This is an optimization exercise on Yosys and OpenROAD, whose aim is small area, a short achievable clock period and few clock cycles per item, not a production implementation. Only simulation tests tie the RTL to the original design; equivalence was not proved.

==> job 3211 <==
==> flow/design.v (excerpt) <==
module layer_blend (
    input  wire        clk,
    input  wire        rst,
    input  wire        cfg_we,
    input  wire        cfg_addr,
    input  wire [31:0] cfg_wdata,
    input  wire        in_valid,
    output wire        in_ready,
    input  wire [11:0] fg_y,
    input  wire [11:0] fg_cb,
    input  wire [11:0] fg_cr,
    input  wire [10:0] fg_a,
    input  wire [11:0] key_y,
    input  wire [11:0] bg_y,
    input  wire [11:0] bg_cb,
    input  wire [11:0] bg_cr,
    output reg         out_valid,
    input  wire        out_ready,
    output reg  [11:0] out_y,
    output reg  [11:0] out_cb,
    output reg  [11:0] out_cr
);
    reg        premul;
    reg [1:0]  asrc;
    reg [10:0] galpha;
    reg        key_inv;
    reg [11:0] key_hi;
    reg [11:0] key_lo;
    always @(posedge clk) begin
        if (rst) begin
            premul  <= 1'b0;
            asrc    <= 2'b00;
            galpha  <= 11'h400;
            key_inv <= 1'b0;
            key_hi  <= 12'heb0;
            key_lo  <= 12'h100;
        end else if (cfg_we) begin
            if (cfg_addr == 1'b0) begin
                premul <= cfg_wdata[29];
                asrc   <= cfg_wdata[25:24];
                galpha <= cfg_wdata[10:0];
            end else begin
                key_inv <= cfg_wdata[31];
                key_hi  <= cfg_wdata[27:16];
                key_lo  <= cfg_wdata[11:0];
            end
        end
    end
    reg v0, v1, v2, vh, vs, rdy;
  ...
Settings: LEC_CHECK=0, ABC_AREA=1, CAP_MARGIN=20, CORE_MARGIN=2, CORE_UTILIZATION=40, CTS_CLUSTER_DIAMETER=100, CTS_CLUSTER_SIZE=28, SLEW_MARGIN=20, SYNTH_HIERARCHICAL=1, SYNTH_MINIMUM_KEEP_SIZE=0; clock period 95.0 ns.
standard.sh (not shown) runs the stock make flow with config.mk's settings and CLKGATE_MAP_FILE= SYNTH_SCRIPT=/design/flow/synth_recipe.tcl, a recipe that flattens the netlist after the stock synthesis.
==> flow/flow/run.sh <==
#!/bin/bash
# The standard layout, with plain buf_2 cells as the port buffers instead of
# the delay buffers that buffer_ports picks by default.
set -euo pipefail
export BUFFER_PORTS_ARGS="-buffer_cell sky130_fd_sc_hd__buf_2"
bash standard.sh > standard_flow.log 2>&1
==> inputs of job 8963, as changes to job 3211 <==
Settings changed: CAP_MARGIN 20 to 0, CORE_UTILIZATION 40 to 60, CTS_CLUSTER_DIAMETER 100 to 80, CTS_CLUSTER_SIZE 28 to 22, SLEW_MARGIN 20 to 0.
==> inputs of job 9294, as changes to job 3211 <==
Settings changed: ABC_AREA 1 to not set, CORE_UTILIZATION 40 to 65, CTS_CLUSTER_DIAMETER 100 to not set, CTS_CLUSTER_SIZE 28 to not set.
==> comparison table <==
| quantity | job 3211 | job 9294 | job 8963 |
|---|---|---|---|
| Crit path buf inv count | 1 | 1 | 2 |
| Kind of capture point of the worst setup path | output pin | output pin | flip-flop |
| Syn Inst Count | 3,959 | 3,645 | 3,959 |
| Min-delay src | r1_by[8] | r1_by[6] | r1_fcb[0] |
| Maximum clock frequency | 49.44 MHz | 49.62 MHz | 49.55 MHz |
| Worst Path Max Fanout | 1 | 1 | 36 |
| Adder-cell area share of the yosys netlist | 33.63% | 33.64% | 33.63% |
| Fraction of area in registers | 26.63% | 26.43% | 27.01% |
| Count of vias placed by the detailed router | 27,230 | 27,680 | 28,140 |
| Multi-input gates | 3,107 | 2,946 | 3,107 |
| Post-Synth XOR/XNOR Area | 3.859% | 4.099% | 3.859% |
| Outcome | no timing/DRC/antenna violations | no timing/DRC/antenna violations | finished with violations |
| Violated checks | - | - | capacitance limit, slew limit |
| Final core area utilization | 43.74% | 71.72% | 64.55% |
| Sequential cell area fraction in the yosys report | 28.86% | 28.68% | 28.86% |
| Launching instance or port of the critical path | out_cr[8] | out_cr[10] | cfg_addr |
| Die Span Y | 305.3 um | 241.1 um | 250.0 um |
| Layout cell share with drive strength beyond 1 | 9.472% | 10.98% | 9.386% |
Testbench counts of job 3211, summed over its fixed seeds: cycles 24,768, items 24,576.
Testbench counts of job 8963, summed over its fixed seeds: cycles 24,768, items 24,576.
Testbench counts of job 9294, summed over its fixed seeds: cycles 24,768, items 24,576.

re-timing with driven ports:
How much do the figures lean on ideal ports? The routed layouts below were timed once more, with nothing changed but the port constraints.
Step 1 (the two cells are an assumption about what drives the block):
set clk [get_ports {clk}]
set_driving_cell -lib_cell sky130_fd_sc_hd__clkbuf_16 $clk
set_driving_cell -lib_cell sky130_fd_sc_hd__buf_2 [delete_from_list [all_inputs] $clk]
Step 2 times the ports against the registers' clock, not the clock port: input delays grow and output delays shrink by t, the midpoint of the rising clock arrivals with the driver on.
Slacks: ideal / step 1 / step 2; pairs: ideal / step 1.
run | t, ns | slack for setup (ns) | worst data-port slew with drivers (ns)
job 3211 | 0.679 | 74.773 / 74.707 / 74.433 | 0.08
job 8963 | 0.659 | 74.820 / 74.768 / 74.204 | 0.05
job 9294 | 0.647 | 74.847 / 74.785 / 74.554 | 0.08
For job 8963, which loses most, drivers alone change the setup slack by -0.052 ns; drivers and shift together by -0.616 ns.
